Context: an optimization exercise on an open-source flow, tuned for small area. The choices shown serve that exercise and are no tape-out recipe. Only simulation tests tie the RTL to the original design; equivalence was not proved. The clock port is modelled as an ideal driver; clocking choices that lean on that would not hold on a real chip. Power figures rest on the tool's default switching activity, not on a simulated workload.

Design word_codec, start of the top module:
module word_codec (
    input              clk,
    input              rst,
    input              enc_valid,
    input              enc_dram,
    input              enc_poison,
    input      [127:0] enc_data,
    input      [23:0]  enc_addr,
    input      [17:0]  enc_row,
    output reg         enc_out_valid,
    output reg [15:0]  enc_check,
    input              dec_valid,
    input              dec_dram,
    input      [127:0] dec_data,
    input      [15:0]  dec_check,
    input      [23:0]  dec_addr,
    input      [17:0]  dec_row,
    output reg         dec_out_valid,
    output reg [127:0] dec_out_data,
    output reg [8:0]   dec_out_check,
    output reg [2:0]   dec_class,
    output reg         dec_hash_err,
    output             dec_ce,
    output             dec_ue
);
For scale: roughly 1300 cells after synthesis, ~520 I/O pins, ~12000 um^2 of cells after synthesis.
Settings: LEC_CHECK=0, CAP_MARGIN=20, CORE_MARGIN=2, CORE_UTILIZATION=40, SLEW_MARGIN=20, BUFFER_PORTS_ARGS=-buffer_cell sky130_fd_sc_hd__buf_1, CTS_ARGS=-sink_clustering_enable -repair_clock_nets -dont_use_dummy_load -buf_list sky130_fd_sc_hd__clkbuf_8, POST_CTS_TCL=/design/flow/flow/post_cts.tcl; clock period 10.0 ns.
standard.sh (not shown) runs the stock make flow with config.mk's settings and CLKGATE_MAP_FILE= SYNTH_SCRIPT=/design/flow/synth_recipe.tcl, a recipe that flattens the netlist after the stock synthesis.
==> flow/flow/run.sh <==
#!/bin/bash
# Standard synthesis and layout, with:
#  - flow/extra.mk settings: every port still gets a buffer, of the smallest
#    buffer cell; the clock tree is built without dummy loads;
#  - the standard synthesis's combinational cells replaced by a gate-level
#    netlist (flow/mknet.py): the RTL's XOR networks gate for gate, the
#    syndrome decode and corrections as nand/nor/xor cells, and the class
#    logic from flow/cls_net.v; the standard synthesis's flip-flops (names,
#    cells, clock and outputs) are kept;
#  - flow/post_cts.tcl after CTS: smaller clock buffers where slew allows.
set -euo pipefail
cat flow/extra.mk >> config.mk
echo "export POST_CTS_TCL = $PWD/flow/post_cts.tcl" >> config.mk
R=orfs/results/sky130hd/word_codec/base
bash standard.sh synth > standard_synth.log 2>&1
cp $R/1_2_yosys.v standard_1_2_yosys.v
python3 flow/mknet.py design.v standard_1_2_yosys.v flow/cls_net.v $R/1_2_yosys.v > mknet.log 2>&1
rm -f $R/1_synth.odb $R/1_synth.sdc
bash standard.sh > standard.log 2>&1
==> flow/flow/clkdown.tcl <==
# Clock buffers: try each at a smaller size, keep the smaller one when every
# flip-flop clock pin's slew stays under the limit.
proc my_clk_worst_slew {} {
  set worst 0
  foreach pin [get_pins -hierarchical */CLK] {
    set s [get_property $pin slew_max]
    if {$s > $worst} {set worst $s}
  }
  return $worst
}
proc my_clk_downsize {limit} {
  estimate_parasitics -placement
  set sizes {sky130_fd_sc_hd__clkbuf_1 sky130_fd_sc_hd__clkbuf_2 sky130_fd_sc_hd__clkbuf_4 sky130_fd_sc_hd__clkbuf_8 sky130_fd_sc_hd__clkbuf_16}
  set block [ord::get_db_block]
  foreach inst [$block getInsts] {
    set m [[$inst getMaster] getName]
    set k [lsearch $sizes $m]
    if {$k <= 0} continue
    if {![string match "clkbuf*" [$inst getName]]} continue
    for {set j 0} {$j < $k} {incr j} {
      set trial [lindex $sizes $j]
      replace_cell [$inst getName] $trial
      estimate_parasitics -placement
      if {[my_clk_worst_slew] <= $limit} {
        puts "clock buffer [$inst getName]: $m -> $trial"
        set m $trial
        break
      }
      replace_cell [$inst getName] $m
    }
  }
  estimate_parasitics -placement
  puts "clock pins worst slew [my_clk_worst_slew]"
}
==> flow/flow/post_cts.tcl <==
source [file join [file dirname [info script]] clkdown.tcl]
my_clk_downsize 0.120
Other scripts of this flow, unchanged in this note and not shown: flow/flow/cls.v, flow/flow/cls_net.v, flow/flow/extra.mk, flow/flow/mknet.py
The first run completed with no timing, DRC or antenna violations.
Edit:
==> flow/flow/post_cts.tcl (replaced) <==
source [file join [file dirname [info script]] clkdown.tcl]
my_clk_downsize 0.112
After rerunning: The new run produced a clean layout. Count of clock-buffer cells in the layout stays the same. Hold slack improved by 0.083 ns. Routed wire length barely changes. Global-route usage hardly moves. Cell count stays flat. Power goes up by 1.0%. Cell area rose by 0.44%.
Edit:
--- a/flow/flow/clkdown.tcl
+++ b/flow/flow/clkdown.tcl
@@ -1,3 +1,3 @@
-# Clock buffers: try each at a smaller size, keep the smaller one when every
+# Leaf clock buffers: try each at a smaller size, keep the smaller one when every
 # flip-flop clock pin's slew stays under the limit.
 proc my_clk_worst_slew {} {
@@ -18,4 +18,6 @@
     if {$k <= 0} continue
     if {![string match "clkbuf*" [$inst getName]]} continue
+    # the root buffer keeps its size: it sets the input slew of every leaf
+    if {[$inst getName] eq "clkbuf_0_clk"} continue
     for {set j 0} {$j < $k} {incr j} {
       set trial [lindex $sizes $j]
==> flow/flow/post_cts.tcl (replaced) <==
source [file join [file dirname [info script]] clkdown.tcl]
my_clk_downsize 0.114
Power stays the same. Die area is unchanged. Wire length does not change.
Edit:
==> flow/flow/clkdown.tcl (replaced) <==
# Leaf clock buffers: try each at a smaller size, and keep the smaller one
# when the slew at every flip-flop clock pin it drives stays under the limit
# (or, where it was already over, does not grow). The root buffer keeps its
# size: it sets the input slew of every leaf.
proc my_clk_worst_slew {} {
  set worst 0
  foreach pin [get_pins -hierarchical */CLK] {
    set s [get_property $pin slew_max]
    if {$s > $worst} {set worst $s}
  }
  return $worst
}
proc my_clk_sink_slew {inst} {
  set worst 0
  set onet [[$inst findITerm X] getNet]
  foreach it [$onet getITerms] {
    if {[$it isOutputSignal]} continue
    set pin [get_pins [[$it getInst] getName]/[[$it getMTerm] getName]]
    set s [get_property $pin slew_max]
    if {$s > $worst} {set worst $s}
  }
  return $worst
}
proc my_clk_downsize {limit} {
  estimate_parasitics -placement
  set sizes {sky130_fd_sc_hd__clkbuf_1 sky130_fd_sc_hd__clkbuf_2 sky130_fd_sc_hd__clkbuf_4 sky130_fd_sc_hd__clkbuf_8 sky130_fd_sc_hd__clkbuf_16}
  set block [ord::get_db_block]
  set base [my_clk_worst_slew]
  foreach inst [$block getInsts] {
    set m [[$inst getMaster] getName]
    set k [lsearch $sizes $m]
    if {$k <= 0} continue
    if {![string match "clkbuf*" [$inst getName]]} continue
    if {[$inst getName] eq "clkbuf_0_clk"} continue
    set own [expr {max($limit, [my_clk_sink_slew $inst])}]
    for {set j 0} {$j < $k} {incr j} {
      set trial [lindex $sizes $j]
      replace_cell [$inst getName] $trial
      estimate_parasitics -placement
      if {[my_clk_sink_slew $inst] <= $own && [my_clk_worst_slew] <= max($limit, $base)} {
        puts "clock buffer [$inst getName]: $m -> $trial"
        set m $trial
        break
      }
      replace_cell [$inst getName] $m
    }
  }
  estimate_parasitics -placement
  puts "clock pins worst slew [my_clk_worst_slew]"
}
==> flow/flow/post_cts.tcl (replaced) <==
source [file join [file dirname [info script]] clkdown.tcl]
my_clk_downsize 0.113
After rerunning: Non-clock buffer count is unchanged. Setup slack barely changes. Die area does not change. Power went down slightly. Cell count is unchanged. Worst hold slack improves by 0.018 ns.

==> separate check: timing with driven ports <==
In the flow no input, the clock included, has a driving cell. The finished layouts below were timed again as built, in two steps.
Step 1, drivers: a clkbuf_16 drives clk and a buf_2 each remaining input, both assumed.
Step 2 adds t to the input delays and takes it off the output delays; t is the mean of the earliest and latest rising clock arrival at the registers after step 1. Input paths then give back, and output paths get back, about the clock's delay inside the block.
Three values: ideal ports, drivers, drivers and shift; two values: the first two.
run	t (ns)	setup slack, ns	latest minus earliest clock arrival (ns)	cell pins on the clock port's net
the first run	0.567	3.964 / 3.986 / 3.419	0.052 / 0.052	1
the second run	0.479	3.872 / 3.900 / 3.422	0.055 / 0.055	1
the third run	0.479	3.872 / 3.900 / 3.422	0.055 / 0.055	1
the fourth run	0.466	3.873 / 3.897 / 3.431	0.040 / 0.040	1
After both steps setup and hold are still met in every run listed. For the first run, which loses most, drivers alone change the setup slack by +0.022 ns; drivers and shift together by -0.545 ns.
